From an optimization exercise on the open Yosys and OpenROAD flow, aimed at small area and a short achievable clock period; shortcuts taken in it are not production practice. RTL that was checked went through simulation tests only; none was proved equivalent to the original.

==> inputs of job 8049 <==
==> flow/design.v <==
module qe_arb (
    input  wire        clk,
    input  wire        rst,
    input  wire [7:0]  req,          
    input  wire [31:0] req_len,      
    input  wire        deadline,     
    input  wire        prio_we,      
    input  wire [23:0] prio_wdata,
    output wire [23:0] prio,         
    output wire [7:0]  gnt,          
    output wire [7:0]  aged,         
    output wire        beat_valid,   
    output wire [2:0]  beat_id,      
    output wire        beat_first    
);
    localparam [23:0] PRIO_RESET = {3'd6, 3'd3, 3'd4, 3'd2, 3'd2, 3'd1, 3'd1, 3'd1};
    reg [23:0] prio_r;
    reg [11:0] seq   [0:7];          
    reg [7:0]  aged_r;
    reg [2:0]  last  [0:7];          
    reg [3:0]  bcnt;                 
    reg        bvalid;
    reg        bfirst;
    reg [2:0]  bid;
    assign prio       = prio_r;
    assign aged       = aged_r;
    assign beat_valid = bvalid;
    assign beat_first = bfirst;
    assign beat_id    = bid;
    wire decide = !bvalid || (bcnt == 4'd0);
    reg  [7:0] after;
    reg  [3:0] key [0:7];
    reg  [7:0] beats [0:7];          
    integer i, j;
    always @(*) begin
        for (i = 0; i < 8; i = i + 1) begin
            after[i] = (i[2:0] > last[prio_r[3*i +: 3]]);
            key[i]   = {prio_r[3*i +: 3], !after[i]};
        end
        for (i = 0; i < 8; i = i + 1)
            for (j = 0; j < 8; j = j + 1)
                if (j < i)
                    beats[i][j] = (key[j] <= key[i]);
                else if (j > i)
                    beats[i][j] = (key[j] < key[i]);
                else
                    beats[i][j] = 1'b0;
    end
    wire [7:0] areq = req & aged_r;
    wire [7:0] cand = (|areq) ? areq : req;
    wire       dl   = deadline && req[4];
    reg  [7:0] win;
    always @(*) begin
        for (i = 0; i < 8; i = i + 1)
            win[i] = cand[i] && !(|(cand & beats[i]));
        if (dl)
            win = 8'b0001_0000;
    end
    assign gnt = decide ? win : 8'd0;
    wire grant = decide && (|req);
    wire [2:0] winner = {|win[7:4], win[7] | win[6] | win[3] | win[2],
                         win[7] | win[5] | win[3] | win[1]};
    reg  [3:0] win_len;
    reg  [7:0] lvl_en;
    always @(*) begin
        win_len = 4'd0;
        lvl_en  = 8'd0;
        for (i = 0; i < 8; i = i + 1)
            if (win[i]) begin
                win_len = win_len | req_len[4*i +: 4];
                lvl_en  = lvl_en | (8'd1 << prio_r[3*i +: 3]);
            end
    end
    integer k;
    always @(posedge clk) begin
        if (rst) begin
            prio_r <= PRIO_RESET;
            bvalid <= 1'b0;
            aged_r <= 8'd0;
            for (k = 0; k < 8; k = k + 1) begin
                seq[k]  <= 12'd0;
                last[k] <= 3'd7;
            end
        end else begin
            if (prio_we)
                prio_r <= prio_wdata;
            for (k = 0; k < 8; k = k + 1) begin
                if (!req[k] || gnt[k]) begin
                    seq[k]    <= 12'd0;
                    aged_r[k] <= 1'b0;
                end else begin
                    seq[k]    <= {seq[k][10:0],
                                  seq[k][11] ^ seq[k][5] ^ seq[k][3] ^ seq[k][0] ^
                                  (seq[k][10:0] == 11'd0)};
                    if (seq[k] == 12'h800)
                        aged_r[k] <= 1'b1;
                end
            end
            if (grant) begin
                for (k = 0; k < 8; k = k + 1)
                    if (lvl_en[k])
                        last[k] <= winner;
                bvalid <= 1'b1;
            end else if (bcnt == 4'd0) begin
                bvalid <= 1'b0;
            end
        end
        if (grant) begin
            bcnt   <= win_len;
            bid    <= winner;
            bfirst <= 1'b1;
        end else begin
            bcnt   <= bcnt - 4'd1;
            bfirst <= 1'b0;
        end
    end
endmodule
==> flow/run.sh <==
#!/bin/bash
# synth_recipe.tcl (not shown) runs the flow's synth.tcl, then flattens the netlist and writes it again
# the make line also repeats each setting of config.mk as NAME=value (left out here)
make -C /OpenROAD-flow-scripts/flow DESIGN_CONFIG=/design/flow/config.mk WORK_HOME=/design/flow/orfs CLKGATE_MAP_FILE= SYNTH_SCRIPT=/design/flow/synth_recipe.tcl finish
==> flow/config.mk <==
export PLATFORM = sky130hd
export DESIGN_NAME = qe_arb
export DESIGN_NICKNAME = qe_arb
export VERILOG_FILES = /design/flow/design.v
export SDC_FILE = /design/flow/constraint.sdc
export NUM_CORES = 4
export LEC_CHECK = 0
export CAP_MARGIN = 20
export CORE_MARGIN = 2
export CORE_UTILIZATION = 40
export SLEW_MARGIN = 20
==> flow/constraint.sdc <==
create_clock -name core_clock -period 20.0 [get_ports {clk}]
set_input_delay 4.0000 -clock core_clock [delete_from_list [all_inputs] [get_ports {clk}]]
set_output_delay 4.0000 -clock core_clock [all_outputs]
set_load 0.01 [all_outputs]
==> job 1698 (differences from job 8049) <==
==> flow/design.v, changed modules only <==
module qe_arb_wait (
    input  wire clk,
    input  wire clr,                 
    output reg  aged
);
    localparam [11:0] SEQ_INV = 12'b1010_1010_1010;
    reg  [11:0] seq_q;
    wire [11:0] s    = seq_q ^ SEQ_INV;
    wire        zero = (s[10:0] == 11'd0);
    wire [11:0] nxt  = {s[10:0], s[11] ^ s[5] ^ s[3] ^ s[0] ^ zero};
    always @(posedge clk) begin
        seq_q <= (clr ? 12'd0 : nxt) ^ SEQ_INV;
        aged  <= !clr && (aged || (s[11] && zero));
    end
endmodule
module qe_arb_order (
    input  wire [23:0] prio,
    input  wire [23:0] last,         
    output reg  [63:0] prec
);
    reg  [7:0] after;                
    reg  [3:0] key [0:7];
    reg  [7:0] gt;
    integer i, l;
    function automatic key_le(input [3:0] a, input [3:0] b);
        reg c;
        integer n;
        begin
            c = !a[0] | b[0];
            for (n = 1; n < 4; n = n + 1)
                c = b[n] ? (!a[n] | c) : (!a[n] & c);
            key_le = c;
        end
    endfunction
    always @(*) begin
        for (i = 0; i < 8; i = i + 1) begin
            for (l = 0; l < 8; l = l + 1)
                gt[l] = (i[2:0] > last[3*l +: 3]);
            after[i] = gt[prio[3*i +: 3]];
            key[i]   = {prio[3*i +: 3], !after[i]};
        end
        for (i = 0; i < 8; i = i + 1)
            prec[8*i + i] = 1'b0;
        for (i = 0; i < 8; i = i + 1)
            for (l = i + 1; l < 8; l = l + 1) begin
                prec[8*l + i] = key_le(key[i], key[l]);
                prec[8*i + l] = !prec[8*l + i];
            end
    end
endmodule
module qe_arb_pick (
    input  wire        decide,
    input  wire [7:0]  req,
    input  wire [7:0]  aged,
    input  wire        deadline,
    input  wire [63:0] prec,
    output reg  [7:0]  gnt
);
    wire       dl   = deadline && req[4];
    wire [7:0] areq = req & aged;
    wire [7:0] cand = ((|areq) ? areq : req) & {8{decide && !dl}};
    integer i;
    always @(*) begin
        for (i = 0; i < 8; i = i + 1)
            gnt[i] = cand[i] && !(|(cand & prec[8*i +: 8]));
        gnt[4] = gnt[4] || (decide && dl);
    end
endmodule
module qe_arb (
    input  wire        clk,
    input  wire        rst,
    input  wire [7:0]  req,          
    input  wire [31:0] req_len,      
    input  wire        deadline,     
    input  wire        prio_we,      
    input  wire [23:0] prio_wdata,
    output wire [23:0] prio,         
    output wire [7:0]  gnt,          
    output wire [7:0]  aged,         
    output wire        beat_valid,   
    output wire [2:0]  beat_id,      
    output wire        beat_first    
);
    localparam [23:0] PRIO_RESET = {3'd6, 3'd3, 3'd4, 3'd2, 3'd2, 3'd1, 3'd1, 3'd1};
    reg [23:0] prio_r;
    reg [23:0] last;                 
    reg [3:0]  bcnt;                 
    reg        bvalid;
    reg        bfirst;
    reg [2:0]  bid;
    assign prio       = prio_r;
    assign beat_valid = bvalid;
    assign beat_first = bfirst;
    assign beat_id    = bid;
    wire decide = !bvalid || (bcnt == 4'd0);
    wire [63:0] prec;
    qe_arb_order u_order (.prio(prio_r), .last(last), .prec(prec));
    qe_arb_pick  u_pick  (.decide(decide), .req(req), .aged(aged), .deadline(deadline),
                          .prec(prec), .gnt(gnt));
    wire grant = decide && (|req);
    genvar g;
    generate
        for (g = 0; g < 8; g = g + 1) begin : g_wait
            qe_arb_wait u_wait (.clk(clk), .clr(rst || !req[g] || gnt[g]), .aged(aged[g]));
        end
    endgenerate
    wire [2:0] winner = {|gnt[7:4], gnt[7] | gnt[6] | gnt[3] | gnt[2],
                         gnt[7] | gnt[5] | gnt[3] | gnt[1]};
    reg  [3:0] win_len;
    reg  [2:0] win_prio;
    integer i;
    always @(*) begin
        win_len  = 4'd0;
        win_prio = 3'd0;
        for (i = 0; i < 8; i = i + 1)
            if (gnt[i]) begin
                win_len  = win_len | req_len[4*i +: 4];
                win_prio = win_prio | prio_r[3*i +: 3];
            end
    end
    always @(posedge clk) begin
        if (rst) begin
            prio_r <= PRIO_RESET;
            last   <= {8{3'd7}};
            bvalid <= 1'b0;
        end else begin
            if (prio_we)
                prio_r <= prio_wdata;
            if (grant) begin
                last[3*win_prio +: 3] <= winner;
                bvalid <= 1'b1;
            end else if (bcnt == 4'd0) begin
                bvalid <= 1'b0;
            end
        end
        if (grant) begin
            bcnt   <= win_len;
            bid    <= winner;
            bfirst <= 1'b1;
        end else begin
            bcnt   <= bcnt - 4'd1;
            bfirst <= 1'b0;
        end
    end
endmodule
==> flow/flow/run.sh (new file) <==
#!/bin/bash
# Layout flow: the standard ORFS flow (standard.sh), with three changes:
#  - synthesis maps the logic with an area-oriented ABC script (flow/abc_area.script);
#    flip-flops are mapped before ABC runs, so the registers are the standard synthesis's;
#  - the ports get plain buffers (buf_1) instead of the delay buffers buffer_ports picks;
#  - timing repair aims for a setup slack of SETUP_SLACK_MARGIN below the clock period,
#    by resizing and pin swapping only.
# Each tool's output goes to the ORFS logs under orfs/logs; make's output to orfs_make.log.
set -euo pipefail
here=$(pwd)
rm -rf "$here/orfs_scripts"
cp -r "$FLOW_HOME/scripts" "$here/orfs_scripts"
pre="$here/orfs_scripts/synth_preamble.tcl"
sed -i 's|^if { \$::env(ABC_AREA) } {|if { [info exists ::env(FLOW_ABC_SCRIPT)] } {\n  set abc_script $::env(FLOW_ABC_SCRIPT)\n} elseif { $::env(ABC_AREA) } {|' "$pre"
grep -q FLOW_ABC_SCRIPT "$pre"
export FLOW_ABC_SCRIPT="$here/flow/abc_area.script"
bash standard.sh "SCRIPTS_DIR=$here/orfs_scripts" \
    "BUFFER_PORTS_ARGS=-buffer_cell sky130_fd_sc_hd__buf_1" \
    "SETUP_SLACK_MARGIN=10.5" "SETUP_MOVE_SEQUENCE=unbuffer,sizeup,swap" finish > orfs_make.log 2>&1
==> flow/flow/abc_area.script (new file) <==
&get -n
&st
&dc2
&syn2
&dch -f
&nf -R 1000 -p
&put
==> flow/standard.sh (new file) <==
#!/bin/bash
# synth_recipe.tcl (not shown) runs the flow's synth.tcl, then flattens the netlist and writes it again
# the make line also repeats each setting of config.mk as NAME=value (left out here)
make -C /OpenROAD-flow-scripts/flow DESIGN_CONFIG=/design/flow/config.mk WORK_HOME=/design/flow/orfs CLKGATE_MAP_FILE= SYNTH_SCRIPT=/design/flow/synth_recipe.tcl "${@:-finish}"
--- a/flow/config.mk
+++ b/flow/config.mk
@@ -8,4 +8,6 @@
 export CAP_MARGIN = 20
 export CORE_MARGIN = 2
-export CORE_UTILIZATION = 40
+export CORE_UTILIZATION = 50
+export CTS_BUF_LIST = sky130_fd_sc_hd__clkbuf_4 sky130_fd_sc_hd__clkbuf_8
+export CTS_CLUSTER_SIZE = 30
 export SLEW_MARGIN = 20
removed: flow/run.sh
==> job 9164 (differences from job 8049) <==
--- a/flow/design.v
+++ b/flow/design.v
@@ -29,4 +29,5 @@
     assign beat_id    = bid;
     wire decide = !bvalid || (bcnt == 4'd0);
+    reg  [7:0] gt [0:7];             
     reg  [7:0] after;
     reg  [3:0] key [0:7];
@@ -34,16 +35,18 @@
     integer i, j;
     always @(*) begin
+        for (i = 0; i < 8; i = i + 1)
+            for (j = 0; j < 8; j = j + 1)
+                gt[i][j] = (j[2:0] > last[i]);
         for (i = 0; i < 8; i = i + 1) begin
-            after[i] = (i[2:0] > last[prio_r[3*i +: 3]]);
+            after[i] = gt[prio_r[3*i +: 3]][i];
             key[i]   = {prio_r[3*i +: 3], !after[i]};
         end
         for (i = 0; i < 8; i = i + 1)
-            for (j = 0; j < 8; j = j + 1)
-                if (j < i)
-                    beats[i][j] = (key[j] <= key[i]);
-                else if (j > i)
-                    beats[i][j] = (key[j] < key[i]);
-                else
-                    beats[i][j] = 1'b0;
+            beats[i][i] = 1'b0;
+        for (i = 0; i < 8; i = i + 1)
+            for (j = i + 1; j < 8; j = j + 1) begin
+                beats[j][i] = (key[i] <= key[j]);
+                beats[i][j] = !beats[j][i];
+            end
     end
     wire [7:0] areq = req & aged_r;
==> flow/flow/run.sh (new file) <==
#!/bin/bash
# Standard layout, with plain buffers on the ports and timing repair aimed below the clock period.
set -euo pipefail
bash standard.sh "BUFFER_PORTS_ARGS=-buffer_cell sky130_fd_sc_hd__buf_2" "SETUP_SLACK_MARGIN=10.5" finish > orfs_make.log 2>&1
==> flow/standard.sh (new file) <==
#!/bin/bash
# synth_recipe.tcl (not shown) runs the flow's synth.tcl, then flattens the netlist and writes it again
# the make line also repeats each setting of config.mk as NAME=value (left out here)
make -C /OpenROAD-flow-scripts/flow DESIGN_CONFIG=/design/flow/config.mk WORK_HOME=/design/flow/orfs CLKGATE_MAP_FILE= SYNTH_SCRIPT=/design/flow/synth_recipe.tcl "${@:-finish}"
removed: flow/run.sh
==> flow_summary.ini <==
[grt]
use_met2_pct = 41.7
gr-usage-all-layers_pct = 27.4

[cells_and_area]
nonClockInverterCount = 56
registers.top_by_ff_count = seq
layout.filler_cells = 2480

[timing]
tightestPinTransition_ns = 1.02

[synthesis]
syn-cell-area_um2 = 10200
synthTopCellsByArea = dfxtp_1, ha_1, and2_1

[worst_setup_path]
critical-path-top-cell-by-count = buf_4

[status]
run_status = timing/DRC/antenna clean

[detailed_routing]
drt-met1-wl_mm = 16.0
vias = 9955
drt-vias-per-instance = 6.06

[placed_design]
post_dp_cell_area_um2 = 11200

[power]
power_internal_uw = 603

[cts]
cts_resized = 52
the above is filed under job 9164

==> flow_summary.ini <==
[cells_and_area]
registers.top_by_ff_count = seq
layout.filler_cells = 2447
layout_top_registers = seq x96, last x24, prio_r x24
nonClockInverterCount = 44

[worst_setup_path]
critical-path-top-cell-by-count = clkdlybuf4s50_1

[status]
run_status = timing/DRC/antenna clean

[detailed_routing]
drt-met1-wl_mm = 15.8
drt-vias-per-instance = 6.13
vias = 9891

[cts]
cts_resized = 0

[power]
power_internal_uw = 621

[synthesis]
synthTopCellsByArea = dfxtp_1, ha_1, and2_1
syn-cell-area_um2 = 10400

[placed_design]
post_dp_cell_area_um2 = 11800

[timing]
tightestPinTransition_ns = 1.11

[grt]
use_met2_pct = 41.1
gr-usage-all-layers_pct = 26.3
the above is filed under job 8049

==> flow_summary.ini <==
[cells_and_area]
nonClockInverterCount = 42
layout.filler_cells = 1322
design_area_um2 = 8690
registers.top_by_ff_count = g_wait.u_wait.seq_q
nNonClkBuffers = 117
multi_input_area_share_pct = 47.5

[power]
power_frac_seq_pct = 46.4
power_internal_uw = 511

[detailed_routing]
drt-met1-wl_mm = 9.92
vias = 7766

[status]
run_status = timing/DRC/antenna clean

[grt]
gr-usage-all-layers_pct = 31.8

[timing]
tightestPinTransition_ns = 1.01

[synthesis]
dominant_combinational_cell_family_by_area_after_synthesis = compound AO/OA/AOI/OAI gates
syn-cell-area_um2 = 7420
yosysUniqueCellTypes = 52
synthTopCellsByArea = dfxtp_1, nor2_1, nand2_1

[cts]
cts_resized = 40

[flow_run]
cap_viol_max_count = 0

[placed_design]
post_dp_cell_area_um2 = 8160
the above is filed under job 1698

Function not checked in job 9164: the RTL went through the layout flow alone.

-- re-timing with driven ports --
Ports are ideal in the flow. The routed layouts listed here were re-timed in OpenROAD. Step 1, drivers: a clkbuf_16 drives clk and a buf_2 each remaining input, both assumed. Step 2 moves the port delays by t, midway between the first and last clock arrival at a register: inputs arrive t later, outputs are due t later. That takes back most of the time a late clock gives input paths. Slacks: no drivers / after step 1 / after step 2; pairs: no drivers / after step 1.
| run | t, ns | setup slack, ns | worst hold slack (ns) | clock arrival spread, ns | worst slew at a driven data input, ns |
|---|---|---|---|---|---|
| job 8049 | 0.486 | 8.145 / 8.107 / 8.107 | 0.453 / 0.453 / 0.453 | 0.013 / 0.013 | 0.05 |
| job 1698 | 0.516 | 9.725 / 9.684 / 9.684 | 0.378 / 0.378 / 0.378 | 0.016 / 0.016 | 0.07 |
| job 9164 | 0.488 | 10.103 / 10.048 / 10.048 | 0.458 / 0.458 / 0.458 | 0.018 / 0.019 | 0.07 |
After both steps setup and hold are still met in every run listed. For job 9164, which loses most, drivers alone change the setup slack by -0.055 ns; drivers and shift together by -0.055 ns.
